This design comes from an exercise in tuning for small area, a short achievable clock period and few clock cycles per item on the open sky130 flow, not from production work. In this exercise RTL edits were held to simulation tests only and were not proved equivalent to the original. Power and IR drop assume default switching activity.

**design/flow/config.mk**
```make
export PLATFORM = sky130hd
export DESIGN_NAME = stripe_engine
export DESIGN_NICKNAME = stripe_engine
export VERILOG_FILES = /design/flow/design.v
export SDC_FILE = /design/flow/constraint.sdc
export NUM_CORES = 4
export LEC_CHECK = 0
export CAP_MARGIN = 20
export CORE_MARGIN = 2
export CORE_UTILIZATION = 40
export SLEW_MARGIN = 20
```
**design/flow/constraint.sdc**
```tcl
create_clock -name core_clock -period 18.0 [get_ports {clk}]
set_input_delay 3.6000 -clock core_clock [delete_from_list [all_inputs] [get_ports {clk}]]
set_output_delay 3.6000 -clock core_clock [all_outputs]
set_load 0.01 [all_outputs]
```
**design/flow/design.v**
```verilog
module stripe_engine (
    input  wire        clk,
    input  wire        rst,
    input  wire        cfg_valid,
    output wire        cfg_ready,
    input  wire [1:0]  cfg_width,
    input  wire [4:0]  cfg_a,
    input  wire [4:0]  cfg_b,
    input  wire        in_valid,
    output wire        in_ready,
    input  wire [63:0] in_data,
    output wire        out_valid,
    input  wire        out_ready,
    output wire [63:0] out_a,
    output wire [63:0] out_b
);
    function [7:0] xt(input [7:0] x);
        xt = {x[6:0], 1'b0} ^ (x[7] ? 8'h1D : 8'h00);
    endfunction
    function [63:0] coef_matrix(input [7:0] al);
        integer k;
        reg [7:0] t;
        begin
            t = al;
            for (k = 0; k < 8; k = k + 1) begin
                coef_matrix[8*k +: 8] = t;
                t = xt(t);
            end
        end
    endfunction
    function [7:0] mat_mul(input [63:0] mt, input [7:0] d);
        integer k;
        reg [7:0] acc;
        begin
            acc = 8'h00;
            for (k = 0; k < 8; k = k + 1)
                acc = acc ^ (mt[8*k +: 8] & {8{d[k]}});
            mat_mul = acc;
        end
    endfunction
    localparam [255:0] TAB_H = 256'h00000000000000000000e9f26326dc678ac0e48574fba9a0545fed729da7f400;
    localparam [255:0] TAB_GINV = 256'h00000000000000000000fbebcb8b0b162c58b07dfae9cf831b366cd8ad478e01;
    localparam [255:0] TAB_GPOW = 256'h0000000000000000000075b45a2d984c261387cde8743a1d8040201008040201;
    reg [1:0]  sh_w;       
    reg [4:0]  sh_a;
    reg [4:0]  sh_b;
    reg        cfg_d;      
    reg [4:0]  w_r;
    reg [4:0]  a_r;
    reg [4:0]  b_r;
    reg [4:0]  l_r;        
    reg [1:0]  s0_r;       
    reg        sel_a;
    reg [7:0]  u_r;
    reg [7:0]  v_r;
    reg [7:0]  e0_r;       
    reg [7:0]  e_r;        
    reg [7:0]  al_r;       
    reg        first_r;    
    reg        last_r;     
    reg        p_r;        
    reg [4:0]  nx_s;       
    reg [1:0]  nx_gap;     
    reg        nx_data;
    reg        nx_p;
    reg        nx_last;
    reg        dv;         
    reg        ov;         
    reg        rdy;
    reg [7:0]  al_q;       
    reg        gx_q;
    reg        px_q;
    reg        py_q;
    reg        clr_q;
    reg [63:0] d_r;
    reg [63:0] x_r;
    reg [63:0] y_r;
    wire consume = dv & ~ov;
    wire hold    = dv & ov;
    assign in_ready  = rdy;
    assign cfg_ready = rdy;
    assign out_valid = ov;
    assign out_a     = x_r;
    assign out_b     = y_r;
    wire [4:0] sw = (sh_w == 2'd0) ? 5'd8 : (sh_w == 2'd1) ? 5'd12 :
                    (sh_w == 2'd2) ? 5'd16 : 5'd22;
    wire c1  = sh_b < sw;                  
    wire c2  = sh_b == sw;                 
    wire bq  = sh_b == sw + 5'd1;          
    wire c4  = bq & (sh_a == sw);          
    wire c3  = bq & ~c4;                   
    wire a0  = sh_a == 5'd0;
    wire b1  = sh_b == 5'd1;
    wire [4:0] sh_d   = sh_b - sh_a;
    wire [7:0] hval   = TAB_H[8*sh_d +: 8];
    wire [7:0] cfg_al = a0 ? (b1 ? 8'h04 : 8'h02) : ((c1 | c2) ? TAB_GINV[8*sh_a +: 8] : 8'h01);
    wire [7:0] cfg_d0 = c1 ? hval : 8'h01;
    wire [7:0] cfg_u  = c1 ? (hval ^ 8'h01) : c3 ? TAB_GPOW[8*sh_a +: 8] : 8'h00;
    wire [7:0] m0;                         
    wire [7:0] cfg_v  = (c3 | c4) ? 8'h01 : (a0 ? cfg_d0 : m0);
    wire [1:0] cfg_s0 = a0 ? (b1 ? 2'd2 : 2'd1) : 2'd0;
    wire [4:0] cfg_l  = bq ? (c4 ? sw - 5'd1 : sw) : sw + 5'd1;
    wire       restart = cfg_d | last_r;
    wire [4:0] ra      = cfg_d ? sh_a : a_r;
    wire [4:0] rb      = cfg_d ? sh_b : b_r;
    wire [4:0] rw      = cfg_d ? sw : w_r;
    wire [4:0] rl      = cfg_d ? cfg_l : l_r;
    wire [4:0] cn      = restart ? {3'd0, (cfg_d ? cfg_s0 : s0_r)} : nx_s;
    wire [4:0] cn1     = cn + 5'd1;
    wire [4:0] cn2     = cn + 5'd2;
    wire       hit_a   = cn1 == ra;
    wire       hit1    = hit_a | (cn1 == rb);
    wire       hit3    = hit_a & (cn2 == rb);
    wire [1:0] gap_n   = hit3 ? 2'd3 : hit1 ? 2'd2 : 2'd1;
    wire [4:0] nn      = cn + {3'd0, gap_n};
    wire [7:0] e1 = xt(e_r);
    wire [7:0] e2 = xt(e1);
    wire [7:0] e3 = xt(e2);
    wire [7:0] en = (nx_gap == 2'd3) ? e3 : (nx_gap == 2'd2) ? e2 : e1;
    wire [7:0] an = nx_data ? (u_r ^ en) : nx_p ? u_r : v_r;
    wire [63:0] mt  = coef_matrix(al_q);
    wire [63:0] mt0 = coef_matrix(cfg_d ? cfg_al : al_q);
    wire [63:0] x_next;
    wire [63:0] y_next;
    genvar k;
    generate
        for (k = 0; k < 8; k = k + 1) begin : lane
            wire [7:0] d = d_r[8*k +: 8];
            wire [7:0] m;
            wire [7:0] my;
            if (k == 0) begin : l0
                assign m  = mat_mul(mt0, cfg_d ? cfg_d0 : d);
                assign my = m & {8{~cfg_d}};
                assign m0 = m;
            end else begin : ln
                assign m  = mat_mul(mt, d);
                assign my = m;
            end
            assign x_next[8*k +: 8] = (x_r[8*k +: 8] & {8{~clr_q}}) ^ (m & {8{gx_q}}) ^ (d & {8{px_q}});
            assign y_next[8*k +: 8] = (y_r[8*k +: 8] & {8{~clr_q}}) ^ my ^ (d & {8{py_q}});
        end
    endgenerate
    wire take_in = in_valid & rdy;
    wire dv_n    = take_in | hold;
    wire ov_n    = (consume & last_r) | (ov & ~out_ready);
    wire cons_n  = dv_n & ~ov_n;           
    wire [7:0] al_n    = cfg_d ? (cfg_u ^ m0) : ~consume ? al_r : last_r ? (u_r ^ e0_r) : an;
    wire       first_n = cfg_d | (consume ? last_r : first_r);
    wire       p_n     = (cfg_d | consume) ? (restart | nx_data | nx_p) : p_r;
    wire       sel_n   = cfg_d ? (c1 | c2) : sel_a;
    always @(posedge clk) begin
        sh_w <= cfg_width;
        sh_a <= cfg_a;
        sh_b <= cfg_b;
        if (!hold)
            d_r <= in_data;
        x_r <= x_next;
        y_r <= y_next;
    end
    always @(posedge clk) begin
        if (rst) begin
            cfg_d   <= 1'b0;
            dv      <= 1'b0;
            ov      <= 1'b0;
            rdy     <= 1'b1;
            al_q    <= 8'h00;
            gx_q    <= 1'b0;
            px_q    <= 1'b0;
            py_q    <= 1'b0;
            clr_q   <= 1'b0;
            w_r     <= 5'd8;
            a_r     <= 5'd8;
            b_r     <= 5'd9;
            l_r     <= 5'd7;
            s0_r    <= 2'd0;
            sel_a   <= 1'b0;
            u_r     <= 8'h00;
            v_r     <= 8'h01;
            e0_r    <= 8'h01;
            e_r     <= 8'h01;
            al_r    <= 8'h01;
            first_r <= 1'b1;
            last_r  <= 1'b0;
            p_r     <= 1'b1;
            nx_s    <= 5'd1;
            nx_gap  <= 2'd1;
            nx_data <= 1'b1;
            nx_p    <= 1'b0;
            nx_last <= 1'b0;
        end else begin
            cfg_d <= cfg_valid & rdy;
            dv    <= dv_n;
            ov    <= ov_n;
            rdy   <= ~(dv_n & ov_n);
            al_q  <= cons_n ? al_n : 8'h00;
            gx_q  <= cons_n & sel_n;
            px_q  <= cons_n & p_n & ~sel_n;
            py_q  <= cons_n & p_n & sel_n;
            clr_q <= cons_n & first_n;
            al_r    <= al_n;
            first_r <= first_n;
            p_r     <= p_n;
            if (cfg_d) begin
                w_r     <= sw;
                a_r     <= sh_a;
                b_r     <= sh_b;
                l_r     <= cfg_l;
                s0_r    <= cfg_s0;
                sel_a   <= c1 | c2;
                u_r     <= cfg_u;
                v_r     <= cfg_v;
                e0_r    <= m0;
                e_r     <= m0;
            end else if (consume) begin
                e_r     <= last_r ? e0_r : en;
            end
            if (cfg_d | consume) begin
                last_r  <= restart ? 1'b0 : nx_last;
                nx_s    <= nn;
                nx_gap  <= gap_n;
                nx_data <= nn < rw;
                nx_p    <= nn == rw;
                nx_last <= nn == rl;
            end
        end
    end
endmodule
```
**design/flow/run.sh**
```bash
#!/bin/bash
# synth_recipe.tcl (not shown) runs the flow's synth.tcl, then flattens the netlist and writes it again
# the make line also repeats each setting of config.mk as NAME=value (left out here)
make -C /OpenROAD-flow-scripts/flow DESIGN_CONFIG=/design/flow/config.mk WORK_HOME=/design/flow/orfs CLKGATE_MAP_FILE= SYNTH_SCRIPT=/design/flow/synth_recipe.tcl finish
```
==> results of run 1 <==
[critical path, stage by stage, from the launching register on]
cell and delay (ns):
dfxtp_1 0.44, inv_1 0.34, ha_1 0.50, or4b_1 0.72, a21oi_1 0.34, nand2b_1 0.20, o21ai_0 0.15, inv_1 0.23
nand2_1 0.12, xor2_1 0.31, xnor2_1 0.19, nand2_1 0.13, o41ai_1 0.52, ha_1 0.25, inv_1 0.06, fa_1 0.46
nor2_1 0.14, xor2_1 0.28, inv_1 0.10, ha_1 0.31, nand3_1 0.12, o22ai_1 0.16, nor3_1 0.07, a211o_1 0.29
[power breakdown]
group | switching, uW | internal [uW]
registers | 154 | 881
logic | 1210 | 1130
clock network | 302 | 484
total | 1670 | 2490
[flip-flops by register name, summed over array words and instances, names as in the netlist, 2 cells and up]
| name | flops |
|---|---|
| a_r | 5 |
| al_q | 8 |
| al_r | 8 |
| b_r | 5 |
| d_r | 64 |
| e0_r | 8 |
| e_r | 8 |
| l_r | 5 |
| nx_gap | 2 |
| nx_s | 5 |
| s0_r | 2 |
| sh_a | 5 |
| sh_b | 5 |
| sh_w | 2 |
| u_r | 8 |
| v_r | 8 |
| w_r | 5 |
| x_r | 64 |
| y_r | 64 |
[final timing paths]
check	start	end	slack [ns]	cells past startpoint
worst max-delay path	sh_a[1]$_DFF_P_	nx_data$_SDFFE_PP1N_	11.46	23
worst min-delay path	nx_last$_SDFFE_PP0N_	nx_last$_SDFFE_PP0N_	0.46	2
worst max register to register	sh_a[1]$_DFF_P_	nx_data$_SDFFE_PP1N_	11.46	23
worst min register to register	nx_last$_SDFFE_PP0N_	nx_last$_SDFFE_PP0N_	0.46	2
[layout make-up]
class,count,area (um2),share of cell area
multi-input combinational,2376,15600,0.579
sequential,296,6580,0.244
clock buffer,59,1150,0.0427
antenna,2,5.00,0.000185
clock inverter,10,130,0.00482
tap,765,957,0.0355
inverter,32,120,0.00445
timing repair buffer,252,2410,0.0895
[per-layer routing]
layer,vias to the layer above,GRT usage
li1,9556,-
met1,9666,0.337
met2,712,0.388
met3,112,0.0337
met4,0,0.0786
met5,-,0
[metrics by stage]
step                      total power [uW]   util  worst slack, ns
after global placement                3330  0.448            11.96
after global routing                  4410  0.470            10.94
after CTS                             4190  0.470            11.56
final                                 4160  0.470            11.46
after floorplan                       2610      -            12.43
after detailed placement              3380  0.448            11.57
[placed cells by master (no fill, tap or decap), drive strengths merged, types with 6 or more instances in the layout]
| cell type | n |
|---|---|
| buf | 42 |
| xor2 | 117 |
| and2 | 12 |
| a211oi | 28 |
| clkdlybuf4s50 | 210 |
| xnor3 | 8 |
| o211ai | 16 |
| or2 | 10 |
| mux2i | 37 |
| ha | 37 |
| o21ai | 90 |
| and3 | 10 |
| o31ai | 6 |
| dfxtp | 232 |
| nand2 | 724 |
| a31oi | 12 |
| o21bai | 6 |
| or3 | 7 |
| nor3 | 24 |
| a2bb2oi | 6 |
| nand2b | 92 |
| a21oi | 85 |
| nor2b | 83 |
| o221ai | 6 |
| a21o | 6 |
| clkbuf | 59 |
| xnor2 | 639 |
| nor2 | 163 |
| mux2 | 13 |
| a22oi | 18 |
| nand3 | 13 |
| edfxtp | 64 |
| o22ai | 16 |
| o21a | 6 |
| inv | 34 |
[cells by family after synthesis]
group / synth area share
buffers and inverters: 0.0411
multiplexers: 0.0224
XOR/XNOR: 0.299
AND/OR/NAND/NOR: 0.223
adder cells (fa/ha/maj): 0.0218
flip-flops: 0.285
AO/OA/AOI/OAI: 0.108
==> key figures, run 1 <==
Clock tree
  • Clk sinks: 296
  • Root buf cell: clkbuf_16
  • Num CTS Buffers: 38
  • Clk latency of the worst-skew pair: 0.56 ns
  • Reg clk slew, reported paths: 0.06 ns
  • TritonCTS clock tree: built
  • CTS resizes: 0
  • Post-CTS Setup Inserts: 0
  • CTS hold repair buffers: 0
  • Max clock buf depth: 3
  • H-Tree Depth: 2

Placed design
  • IO buf count: 211
  • Gpl congestion: 0.935
  • Placed Cells incl. Taps: 3721
  • Detailed-placement wirelength estimate: 50.8 mm
  • DP Area: 25700 um2

Synth
  • Post-synthesis register bit count: 296
  • Yosys warns: 1
  • Cell variety after synth: 102
  • Number of synthesized flops with an enable pin: 64
  • Sequential-to-total area share from yosys stat: 0.285
  • Post-synthesis async set-or-reset flop share: 0
  • Area leader, netlist: xnor2_1
  • Avg Cell Area, Syn: 7.94 um2
  • Count leader, synth: nand2_1
  • Most frequent cells after synthesis: nand2_1 (724), xnor2_1 (633), dfxtp_1 (232)
  • Mapped Area: 23100 um2
  • Top-area cell type share of the netlist area: 0.240
  • Synth Instances: 2905
  • Post-synth top flop: dfxtp_1
  • Synth top area cells: xnor2_1 (24%), dfxtp_1 (20%), nand2_1 (12%), edfxtp_1 (8.3%), xor2_1 (4.3%)
  • Mapped Nets: 3025

Layout
  • Final std cells w/o fill: 3792
  • Fillers: 5498
  • Share of cells above drive strength 1: 0.0625
  • Final nets: 3116
  • Area Overhead vs Synth: 17.0%
  • Design area: 27000 um2

Drt
  • DRT met1 WL: 33.7 mm
  • WL final: 73.9 mm
  • DR vias: 20000
  • Vias/cell: 5.29
  • DRC Markers: 0
  • Drt first pass iters: 5
  • Detail Route Antenna Nets: 0
  • Post-DR wirelength/cell: 19.5 um
  • DR top layer: met4
  • DR iter-0 viols: 1572
  • Met2 WL: 33.4 mm
  • Met3 routed WL: 4.80 mm

Global routing
  • Grt ovf: 0
  • Largest net degree at the start of global routing: 75
  • GRT Total Usage: 0.243
  • Initial antenna violation count: 3
  • Vias in the first global route: 19300
  • First-pass GRT wire length: 114 mm

Run
  • Max-cap violations: 0

Floorplan
  • Die span in y: 244 um
  • # IOs: 212
  • Core area: 57400 um2
  • Die X: 244 um
  • Initial Util: 0.402
  • # rows: 88
  • Total die area: 59600 um2

Pwr
  • VDD IR max: 0.0000909 V
  • P_leak: 0.00939 uW
  • PwrDens: 154 nW/um2

Critical path
  • CP startpoint kind: register
  • CP Class: reg2reg
  • Critical Path Fanout Max: 13
  • WP data required: 18.45 ns
  • Crit end category: register
  • Arr. time, crit path: 6.98 ns

Outcome
  • Status: finished clean

STA
  • Period utilisation layout: 0.363
  • Final TNS setup: 0 ns
  • Slew HR: 0.263
  • Fmax: 153 MHz
  • Tmin final: 6.54 ns
  • Skew final: 0.0238 ns
  • Final setup fails: 0
  • Least-Margin Pin Slew: 1.10 ns
  • Final hold vios: 0
  • Final Slew Violations: 0
  • RSZ-0062 raised after global routing: false
  • Hold slack final: 0.460 ns

Min path
  • Hold/Removal Path Class: reg2reg
Testbench counts, summed over its fixed seeds: cycles 48,758, items 3,166.
==> run 2: changes to the inputs <==
==> design/flow/flow/run.sh (new file) <==
#!/bin/bash
# The standard layout (standard.sh: standard synthesis, ORFS floorplan to finish), with
#  - the port buffers buffer_ports inserts made buf_2 cells, and
set -euo pipefail
export BUFFER_PORTS_ARGS="-buffer_cell sky130_fd_sc_hd__buf_2"
export SETUP_SLACK_MARGIN=13.3
bash standard.sh > standard_flow.log 2>&1
==> design/flow/standard.sh (new file) <==
#!/bin/bash
# synth_recipe.tcl (not shown) runs the flow's synth.tcl, then flattens the netlist and writes it again
# the make line also repeats each setting of config.mk as NAME=value (left out here)
make -C /OpenROAD-flow-scripts/flow DESIGN_CONFIG=/design/flow/config.mk WORK_HOME=/design/flow/orfs CLKGATE_MAP_FILE= SYNTH_SCRIPT=/design/flow/synth_recipe.tcl "${@:-finish}"
removed: design/flow/run.sh
==> run 2 against run 1 <==
Still clean. Global-route usage increased by 0.49 points. Combinational power hardly changed. Worst hold slack got worse by 0.0059 ns. Flip-flop and latch count did not move. Largest power group unchanged.
==> key figures, run 2 <==
Floorplan
  • Core area: 57400 um2
  • # IOs: 212
  • Die span in y: 244 um
  • Initial Util: 0.402
  • Die X: 244 um
  • # rows: 88
  • Total die area: 59600 um2

Pwr
  • Sw frac: 0.418
  • Overall power: 4090 uW
  • VDD IR max: 0.0000957 V
  • P_leak: 0.00987 uW
  • Sequential power share: 0.251
  • PwrDens: 151 nW/um2
  • NetSw: 1710 uW
  • Clock Power Share: 0.182
  • Pint: 2380 uW
  • Combinational cell fraction of total power: 0.567

Synth
  • Most frequent cells after synthesis: nand2_1 (724), xnor2_1 (633), dfxtp_1 (232)
  • Avg Cell Area, Syn: 7.94 um2
  • Yosys warns: 1
  • Sequential-to-total area share from yosys stat: 0.285
  • Mapped Area: 23100 um2
  • Post-synthesis async set-or-reset flop share: 0
  • Number of synthesized flops with an enable pin: 64
  • Mapped Nets: 3025
  • Cell variety after synth: 102
  • Top-area cell type share of the netlist area: 0.240
  • Count leader, synth: nand2_1
  • Post-synth top flop: dfxtp_1
  • Synth Instances: 2905
  • Area leader, netlist: xnor2_1
  • Synth top area cells: xnor2_1 (24%), dfxtp_1 (20%), nand2_1 (12%), edfxtp_1 (8.3%), xor2_1 (4.3%)
  • Post-synthesis register bit count: 296

Clock tree
  • Clk sinks: 296
  • Num CTS Buffers: 37
  • TritonCTS clock tree: built
  • Clk latency of the worst-skew pair: 0.56 ns
  • H-Tree Depth: 2
  • Reg clk slew, reported paths: 0.06 ns
  • Max clock buf depth: 3
  • Root buf cell: clkbuf_16

Critical path
  • CP cell instances: buf_2
  • R2R cell count: 23
  • CP startpoint kind: register
  • Max incr delay on CP: 0.39 ns
  • Critical path's slowest cell: dfxtp_2
  • CP Class: reg2out
  • Critical Path Fanout Max: 6
  • Delay-heaviest family, CP: flip-flops
  • WP data required: 14.40 ns
  • WP buf/inv: 1
  • Crit end category: output pin
  • Arr. time, crit path: 1.10 ns
  • Crit path depth: 1

Outcome
  • Status: finished clean

Placed design
  • Gpl congestion: 0.917
  • IO buf count: 211
  • Detailed-placement wirelength estimate: 50.9 mm

Global routing
  • First-pass GRT wire length: 117 mm
  • Largest net degree at the start of global routing: 73
  • Initial antenna violation count: 4
  • Vias in the first global route: 20000
  • GRT Total Usage: 0.248
  • Grt ovf: 0

Layout
  • Commonest non-fill, non-tap cells in the layout: nand2_1 (720), xnor2_1 (625), dfxtp_1 (211), buf_2 (211), nor2_1 (160)
  • Area occupied by multi-input gates: 16200 um2
  • Share of cells above drive strength 1: 0.174
  • Register area: 6610 um2
  • Regs by FF count: d_r: 64 flops, x_r: 64 flops, y_r: 64 flops
  • Most common cell after layout, fill and taps aside: nand2_1
  • Area Overhead vs Synth: 17.2%
  • Fillers: 5584
  • Final nets: 3179

Drt
  • WL final: 75.8 mm
  • DR vias: 20500
  • Drt first pass iters: 5
  • Detail Route Antenna Nets: 0
  • Vias/cell: 5.31
  • Post-DR wirelength/cell: 19.7 um
  • DRC Markers: 0
  • DR iter-0 viols: 1688

STA
  • RSZ-0062 raised after global routing: true
  • Fmax: 213 MHz
  • Tmin final: 4.70 ns
  • Slew HR: 0.284
  • Final setup fails: 0
  • Hold slack final: 0.454 ns
  • Final hold vios: 0
  • Skew final: 0.0234 ns
  • Final Slew Violations: 0
  • Period utilisation layout: 0.261
  • Least-Margin Pin Slew: 1.07 ns
  • Final TNS setup: 0 ns

Min path
  • Hold/Removal Path Class: reg2reg
  • Hold depth: 2

Run
  • Max-cap violations: 0
## run 2: layout make-up
class                           count  share of cell area
Tap cell                          765              0.0354
Multi-Input combinational cell   2376               0.598
Clock inverter                     11             0.00370
Antenna cell                        4            0.000370
Timing Repair Buffer              316              0.0725
Clock buffer                       56              0.0407
Sequential cell                   296               0.244
Inverter                           32             0.00509
## run 2: routing by layer
metal / global-route usage / up-vias / routed length [um]
met5: 0 / - / 0
met4: 0.0830 / 0 / 2080
met3: 0.0290 / 136 / 4860
met2: 0.403 / 717 / 34800
met1: 0.340 / 9921 / 34000
li1: - / 9690 / -
## run 2: cell families (layout without fill, tap and decap cells)
family / Yosys count / after routing / share of synthesized area
AOI/OAI and AO/OA: 355 / 355 / 0.108
xor gates and xnor gates: 764 / 764 / 0.299
adders and majority gates: 39 / 39 / 0.0218
buffers and inverters: 233 / 415 / 0.0411
DFF: 296 / 296 / 0.285
muxes: 50 / 50 / 0.0224
other: 0 / 4 / 0
and+or+nand+nor: 1168 / 1168 / 0.223
## run 2: power groups by stage
stage / clock (uW) / sequential, uW / combinational, uW
floorplan: 0 / 1040 / 1570
global placement: 0 / 1030 / 2140
detailed placement: 0 / 1030 / 2180
CTS: 758 / 1020 / 2250
global route: 782 / 1040 / 2500
finish: 743 / 1020 / 2320
## run 2: final timing paths
check	from	to	slack, ns
setup / recovery	ov$_SDFF_PP0_	out_valid	13.30
hold / removal	rdy$_SDFF_PP1_	cfg_d$_SDFF_PP0_	0.45
setup reg to reg	sh_b[3]$_DFF_P_	nx_data$_SDFFE_PP1N_	13.35
hold reg to reg	rdy$_SDFF_PP1_	cfg_d$_SDFF_PP0_	0.45
## run 2: metrics by stage
| step | util | instances | setup WS [ns] | area (um2) |
|---|---|---|---|---|
| 4_1_cts | 0.460 | 3806 | 13.22 | 26400 |
| 6_report | 0.471 | 3856 | 13.30 | 27000 |
| 3_5_place_dp | 0.430 | 3717 | 12.31 | 24700 |
| 5_1_grt | 0.471 | 3856 | 13.14 | 27000 |
| 3_3_place_gp | 0.430 | 3717 | 12.39 | 24700 |
| 2_1_floorplan | - | 2905 | 13.31 | 23200 |
## run 2: what timing repair did
item | in CTS | in global routing
pin swaps | 9 | 27
setup buffers | 22 | 45
endpoints found under the setup margin | 70 | 59
hold buffers | 0 | 0
resized for setup | 57 | 62
cloned | 0 | 1
## run 2: worst reg2reg max path: stages, from the launching register on
cell and delay, ns:
dfxtp_2 0.40, nor4b_4 0.44, nand4_1 0.31, o21ai_4 0.23, buf_6 0.15, xnor2_1 0.10
nor3_1 0.06, a31oi_1 0.20, nor2_1 0.11, a41oi_2 0.31, o21a_1 0.20, inv_2 0.06
o41ai_4 0.06, ha_2 0.25, inv_1 0.06, fa_2 0.38, nor2_4 0.13, xor2_2 0.17
inv_1 0.07, ha_1 0.29, nand3_1 0.10, o22ai_1 0.14, nor3_1 0.07, a211o_1 0.25
==> run 3: changes to the inputs <==
--- a/design/flow/design.v
+++ b/design/flow/design.v
@@ -43,12 +43,15 @@
     localparam [255:0] TAB_GPOW = 256'h0000000000000000000075b45a2d984c261387cde8743a1d8040201008040201;
-    reg [1:0]  sh_w;       
+    reg [1:0]  sh_w;
     reg [4:0]  sh_a;
     reg [4:0]  sh_b;
+    reg [4:0]  sh_d;
+    reg [7:0]  sh_ginv;
     reg        cfg_d;      
-    reg [4:0]  w_r;
-    reg [4:0]  a_r;
-    reg [4:0]  b_r;
-    reg [4:0]  l_r;        
-    reg [1:0]  s0_r;       
+    reg [1:0]  wc_r;       
     reg        sel_a;
+    reg [4:0]  ja2_r;      
+    reg [4:0]  jb2_r;      
+    reg [4:0]  nd2_r;      
+    reg        hasp_r;     
+    reg [1:0]  g1_r;       
     reg [7:0]  u_r;
@@ -56,8 +59,8 @@
     reg [7:0]  e0_r;       
+    reg [4:0]  j_r;
     reg [7:0]  e_r;        
     reg [7:0]  al_r;       
-    reg        first_r;    
-    reg        last_r;     
+    reg        first_r;
+    reg        last_r;
     reg        p_r;        
-    reg [4:0]  nx_s;       
     reg [1:0]  nx_gap;     
@@ -84,4 +87,7 @@
     assign out_b     = y_r;
-    wire [4:0] sw = (sh_w == 2'd0) ? 5'd8 : (sh_w == 2'd1) ? 5'd12 :
-                    (sh_w == 2'd2) ? 5'd16 : 5'd22;
+    function [4:0] width_of(input [1:0] code);
+        width_of = (code == 2'd0) ? 5'd8 : (code == 2'd1) ? 5'd12 :
+                   (code == 2'd2) ? 5'd16 : 5'd22;
+    endfunction
+    wire [4:0] sw = width_of(sh_w);
     wire c1  = sh_b < sw;                  
@@ -93,5 +99,4 @@
     wire b1  = sh_b == 5'd1;
-    wire [4:0] sh_d   = sh_b - sh_a;
     wire [7:0] hval   = TAB_H[8*sh_d +: 8];
-    wire [7:0] cfg_al = a0 ? (b1 ? 8'h04 : 8'h02) : ((c1 | c2) ? TAB_GINV[8*sh_a +: 8] : 8'h01);
+    wire [7:0] cfg_al = a0 ? (b1 ? 8'h04 : 8'h02) : ((c1 | c2) ? sh_ginv : 8'h01);
     wire [7:0] cfg_d0 = c1 ? hval : 8'h01;
@@ -100,17 +105,12 @@
     wire [7:0] cfg_v  = (c3 | c4) ? 8'h01 : (a0 ? cfg_d0 : m0);
-    wire [1:0] cfg_s0 = a0 ? (b1 ? 2'd2 : 2'd1) : 2'd0;
-    wire [4:0] cfg_l  = bq ? (c4 ? sw - 5'd1 : sw) : sw + 5'd1;
-    wire       restart = cfg_d | last_r;
-    wire [4:0] ra      = cfg_d ? sh_a : a_r;
-    wire [4:0] rb      = cfg_d ? sh_b : b_r;
-    wire [4:0] rw      = cfg_d ? sw : w_r;
-    wire [4:0] rl      = cfg_d ? cfg_l : l_r;
-    wire [4:0] cn      = restart ? {3'd0, (cfg_d ? cfg_s0 : s0_r)} : nx_s;
-    wire [4:0] cn1     = cn + 5'd1;
-    wire [4:0] cn2     = cn + 5'd2;
-    wire       hit_a   = cn1 == ra;
-    wire       hit1    = hit_a | (cn1 == rb);
-    wire       hit3    = hit_a & (cn2 == rb);
-    wire [1:0] gap_n   = hit3 ? 2'd3 : hit1 ? 2'd2 : 2'd1;
-    wire [4:0] nn      = cn + {3'd0, gap_n};
+    wire [4:0] cfg_ja2 = c4 ? 5'd31 : sh_a - 5'd2;
+    wire [4:0] cfg_jb2 = c1 ? sh_b - 5'd3 : 5'd31;
+    wire [4:0] cfg_nd2 = sw - 5'd2 - {4'd0, ~c4} - {4'd0, c1};
+    wire       cfg_hasp = ~(c2 | c4);
+    wire [1:0] cfg_g1  = 2'd1 + {1'b0, ~c4 & (sh_a == 5'd1)} + {1'b0, c1 & (sh_b == 5'd2)};
+    wire [4:0] w3  = width_of(wc_r) - 5'd3;
+    wire nn_data = j_r < nd2_r;
+    wire nn_p    = (j_r == nd2_r) & hasp_r;
+    wire nn_last = j_r == w3;
+    wire [1:0] nn_gap = 2'd1 + {1'b0, j_r == ja2_r} + {1'b0, j_r == jb2_r};
     wire [7:0] e1 = xt(e_r);
@@ -146,10 +146,14 @@
     wire cons_n  = dv_n & ~ov_n;           
+    wire restart = cfg_d | (consume & last_r);
+    wire advance = consume & ~last_r;
     wire [7:0] al_n    = cfg_d ? (cfg_u ^ m0) : ~consume ? al_r : last_r ? (u_r ^ e0_r) : an;
-    wire       first_n = cfg_d | (consume ? last_r : first_r);
-    wire       p_n     = (cfg_d | consume) ? (restart | nx_data | nx_p) : p_r;
+    wire       first_n = restart | (first_r & ~advance);
+    wire       p_n     = restart | (advance ? (nx_data | nx_p) : p_r);
     wire       sel_n   = cfg_d ? (c1 | c2) : sel_a;
     always @(posedge clk) begin
-        sh_w <= cfg_width;
-        sh_a <= cfg_a;
-        sh_b <= cfg_b;
+        sh_w    <= cfg_width;
+        sh_a    <= cfg_a;
+        sh_b    <= cfg_b;
+        sh_d    <= cfg_b - cfg_a;
+        sh_ginv <= TAB_GINV[8*cfg_a +: 8];
         if (!hold)
@@ -170,8 +174,9 @@
             clr_q   <= 1'b0;
-            w_r     <= 5'd8;
-            a_r     <= 5'd8;
-            b_r     <= 5'd9;
-            l_r     <= 5'd7;
-            s0_r    <= 2'd0;
+            wc_r    <= 2'd0;
             sel_a   <= 1'b0;
+            ja2_r   <= 5'd31;
+            jb2_r   <= 5'd31;
+            nd2_r   <= 5'd6;
+            hasp_r  <= 1'b0;
+            g1_r    <= 2'd1;
             u_r     <= 8'h00;
@@ -179,2 +184,3 @@
             e0_r    <= 8'h01;
+            j_r     <= 5'd0;
             e_r     <= 8'h01;
@@ -184,3 +190,2 @@
             p_r     <= 1'b1;
-            nx_s    <= 5'd1;
             nx_gap  <= 2'd1;
@@ -203,8 +208,9 @@
             if (cfg_d) begin
-                w_r     <= sw;
-                a_r     <= sh_a;
-                b_r     <= sh_b;
-                l_r     <= cfg_l;
-                s0_r    <= cfg_s0;
+                wc_r    <= sh_w;
                 sel_a   <= c1 | c2;
+                ja2_r   <= cfg_ja2;
+                jb2_r   <= cfg_jb2;
+                nd2_r   <= cfg_nd2;
+                hasp_r  <= cfg_hasp;
+                g1_r    <= cfg_g1;
                 u_r     <= cfg_u;
@@ -212,13 +218,19 @@
                 e0_r    <= m0;
-                e_r     <= m0;
-            end else if (consume) begin
-                e_r     <= last_r ? e0_r : en;
-            end
-            if (cfg_d | consume) begin
-                last_r  <= restart ? 1'b0 : nx_last;
-                nx_s    <= nn;
-                nx_gap  <= gap_n;
-                nx_data <= nn < rw;
-                nx_p    <= nn == rw;
-                nx_last <= nn == rl;
+            end
+            if (restart) begin
+                j_r     <= 5'd0;
+                e_r     <= cfg_d ? m0 : e0_r;
+                last_r  <= 1'b0;
+                nx_gap  <= cfg_d ? cfg_g1 : g1_r;
+                nx_data <= 1'b1;
+                nx_p    <= 1'b0;
+                nx_last <= 1'b0;
+            end else if (advance) begin
+                j_r     <= j_r + 5'd1;
+                e_r     <= en;
+                last_r  <= nx_last;
+                nx_gap  <= nn_gap;
+                nx_data <= nn_data;
+                nx_p    <= nn_p;
+                nx_last <= nn_last;
             end
==> run 3 against run 2 <==
Still clean on timing, DRC and antenna. Fmax rose by 0.63%. Flip-flop and latch count up 11. Sequential power is 4% higher. Critical path type unchanged. Highest routed layer unchanged.
==> key figures, run 3 <==
Synth
  • Avg Cell Area, Syn: 7.93 um2
  • Most frequent cells after synthesis: nand2_1 (710), xnor2_1 (637), dfxtp_1 (243)
  • Mapped Area: 22700 um2
  • Count leader, synth: nand2_1
  • Top-area cell type share of the netlist area: 0.246
  • Synth Instances: 2859
  • Mapped Nets: 2988
  • Area leader, netlist: xnor2_1
  • Sequential-to-total area share from yosys stat: 0.299
  • Number of synthesized flops with an enable pin: 64
  • Post-synthesis async set-or-reset flop share: 0
  • Cell variety after synth: 72
  • Synth top area cells: xnor2_1 (25%), dfxtp_1 (21%), nand2_1 (12%), edfxtp_1 (8.5%), xor2_1 (4.1%)
  • Post-synthesis register bit count: 307
  • Yosys warns: 1
  • Post-synth top flop: dfxtp_1

Global routing
  • Vias in the first global route: 18900
  • Largest net degree at the start of global routing: 81
  • Initial antenna violation count: 1
  • First-pass GRT wire length: 108 mm
  • Grt ovf: 0
  • GRT Total Usage: 0.228

Floorplan
  • Die X: 242 um
  • # rows: 87
  • Total die area: 58600 um2
  • # IOs: 212
  • Core area: 56200 um2
  • Initial Util: 0.404
  • Die span in y: 242 um

STA
  • Fmax: 214 MHz
  • Least-Margin Pin Slew: 1.08 ns
  • Slew HR: 0.282
  • Setup ws final: 13.33 ns
  • Tmin final: 4.67 ns
  • Final hold vios: 0
  • Final Slew Violations: 0
  • RSZ-0062 raised after global routing: true
  • Period utilisation layout: 0.259
  • Skew final: 0.0352 ns
  • Hold slack final: 0.465 ns
  • Final setup fails: 0
  • Final TNS setup: 0 ns

Clock tree
  • Clk sinks: 307
  • Clk latency of the worst-skew pair: 0.58 ns
  • Num CTS Buffers: 38
  • H-Tree Depth: 2
  • Max clock buf depth: 3
  • Reg clk slew, reported paths: 0.06 ns
  • TritonCTS clock tree: built
  • Root buf cell: clkbuf_16

Placed design
  • Detailed-placement wirelength estimate: 47.1 mm
  • Placed Cells incl. Taps: 3655
  • IO buf count: 211
  • Gpl congestion: 0.911
  • Worst slack at placement: 12.41 ns

Critical path
  • CP Class: reg2out
  • WP data required: 14.40 ns
  • Max incr delay on CP: 0.36 ns
  • Delay-heaviest family, CP: flip-flops
  • Critical path's slowest cell: dfxtp_2
  • Arr. time, crit path: 1.07 ns
  • CP startpoint kind: register
  • WP buf/inv: 1
  • Crit end category: output pin
  • CP cell instances: buf_2
  • Critical Path Fanout Max: 2

Layout
  • Share of cells above drive strength 1: 0.138
  • Fillers: 5532
  • Regs by FF count: d_r: 64 flops, x_r: 64 flops, y_r: 64 flops
  • Post-layout util: 0.460
  • Most common cell after layout, fill and taps aside: nand2_1
  • Final std cells w/o fill: 3741
  • Final nets: 3085
  • Antenna Cells: 0
  • Commonest non-fill, non-tap cells in the layout: nand2_1 (709), xnor2_1 (633), dfxtp_1 (217)
  • Area Overhead vs Synth: 14.1%

Drt
  • Vias/cell: 5.17
  • Post-DR wirelength/cell: 18.4 um
  • Drt first pass iters: 5
  • DR iter-0 viols: 1609
  • DR vias: 19400
  • WL final: 68.7 mm
  • DRC Markers: 0
  • Detail Route Antenna Nets: 0

Pwr
  • P_leak: 0.00962 uW
  • VDD IR max: 0.0000746 V
  • PwrDens: 144 nW/um2

Outcome
  • Status: finished clean

Min path
  • Hold/Removal Path Class: reg2reg

Run
  • Max-cap violations: 0
## run 3: cell types whose count changed after synthesis, sizes merged, moves of 10 or more
cell   change
nand2     -14
nand3     +10
o21ai     -12
dfxtp     +11
buf       -14
inv       +10
mux2i     -11
ha        +10
and2      -10
## run 3: worst reg2reg max path: stages (launching register included)
cell     delay, ns
dfxtp_1       0.41
buf_4         0.47
xor2_1        0.71
xor2_1        0.19
buf_4         0.26
xor2_2        0.23
buf_4         0.45
xor2_1        0.78
nand2_1       0.15
xnor2_1       0.46
nand2_1       0.14
xnor2_1       0.15
## run 3: stage by stage
stage,total power [uW],cell area [um2]
floorplan,2390,22700
global placement,2850,24200
detailed placement,2900,24200
CTS,3730,25600
global route,3960,25900
finish,3730,25900
## run 3: report_power, final
group | switching (uW) | leakage, uW | internal (uW)
clock | 323 | 0.000647 | 487
sequential | 157 | 0.00271 | 905
combinational | 990 | 0.00626 | 867
## run 3: logic make-up after synthesis
group                      share of synthesized area
DFF                                            0.299
xor gates and xnor gates                       0.302
and+or+nand+nor                                0.212
muxes                                         0.0214
adders and majority gates                     0.0268
AOI/OAI and AO/OA                             0.0970
buffers and inverters                         0.0406
## run 3: path summary, 6_finish.rpt
path | from | endpoint | slack, ns | depth (start not counted)
worst min register to register | g1_r[0]$_SDFF_PP1_ | g1_r[0]$_SDFF_PP1_ | 0.46 | 2
worst min-delay path | g1_r[0]$_SDFF_PP1_ | g1_r[0]$_SDFF_PP1_ | 0.46 | 2
worst max register to register | al_q[7]$_SDFF_PP0_ | x_r[51]$_DFF_P_ | 13.50 | 11
worst max-delay path | x_r[34]$_DFF_P_ | out_a[34] | 13.33 | 1
## run 3: final cells by class
class	instances	area, um2	area share
clock buffers	54	1180	0.0455
inverters	45	175	0.00677
clock inverters	15	153	0.00590
well taps	756	946	0.0366
repair buffers	253	1400	0.0539
multi-input cells	2311	15200	0.587
flip-flops and latches	307	6840	0.265
## run 3: per-layer routing
metal / part of all wire / vias up / global-route usage
met5: 0 / - / 0
met4: 0.034 / 0 / 0.0757
met3: 0.062 / 140 / 0.0371
met2: 0.47 / 622 / 0.388
met1: 0.43 / 9217 / 0.294
li1: - / 9378 / -
## run 3: what timing repair did
| action | in CTS | in global routing |
|---|---|---|
| gates cloned | 0 | 0 |
| endpoints found under the setup margin | 67 | 64 |
| buffers inserted | 3 | 14 |
| endpoints found under the hold margin | 0 | 0 |
| pin swaps | 1 | 6 |
| hold buffers | 0 | 0 |
| resized for setup | 28 | 31 |
Testbench counts of run 3, summed over its fixed seeds: cycles 48,758, items 3,166.

[what the ideal ports hide]
How much do the figures lean on ideal ports? The routed layouts below were timed once more, with nothing changed but the port constraints.
Step 1 sets driving cells, clkbuf_16 on the clock port and buf_2 on the other inputs (assumed; they add their load-dependent delay and slew).
Step 2 times the ports against the registers' clock, not the clock port: input delays grow and output delays shrink by t, the midpoint of the rising clock arrivals with the driver on.
Three values: ideal, step 1, step 2; two values: the first two.
run	t, ns	setup slack, ns	worst register clock-pin slew, ns
run 1	0.615	11.462 / 11.462 / 11.462	0.06 / 0.06
run 2	0.610	13.300 / 13.239 / 12.869	0.06 / 0.06
run 3	0.609	13.329 / 13.276 / 12.820	0.06 / 0.06
After both steps setup and hold are still met in every run listed. For run 3, which loses most, drivers alone change the setup slack by -0.053 ns; drivers and shift together by -0.509 ns.
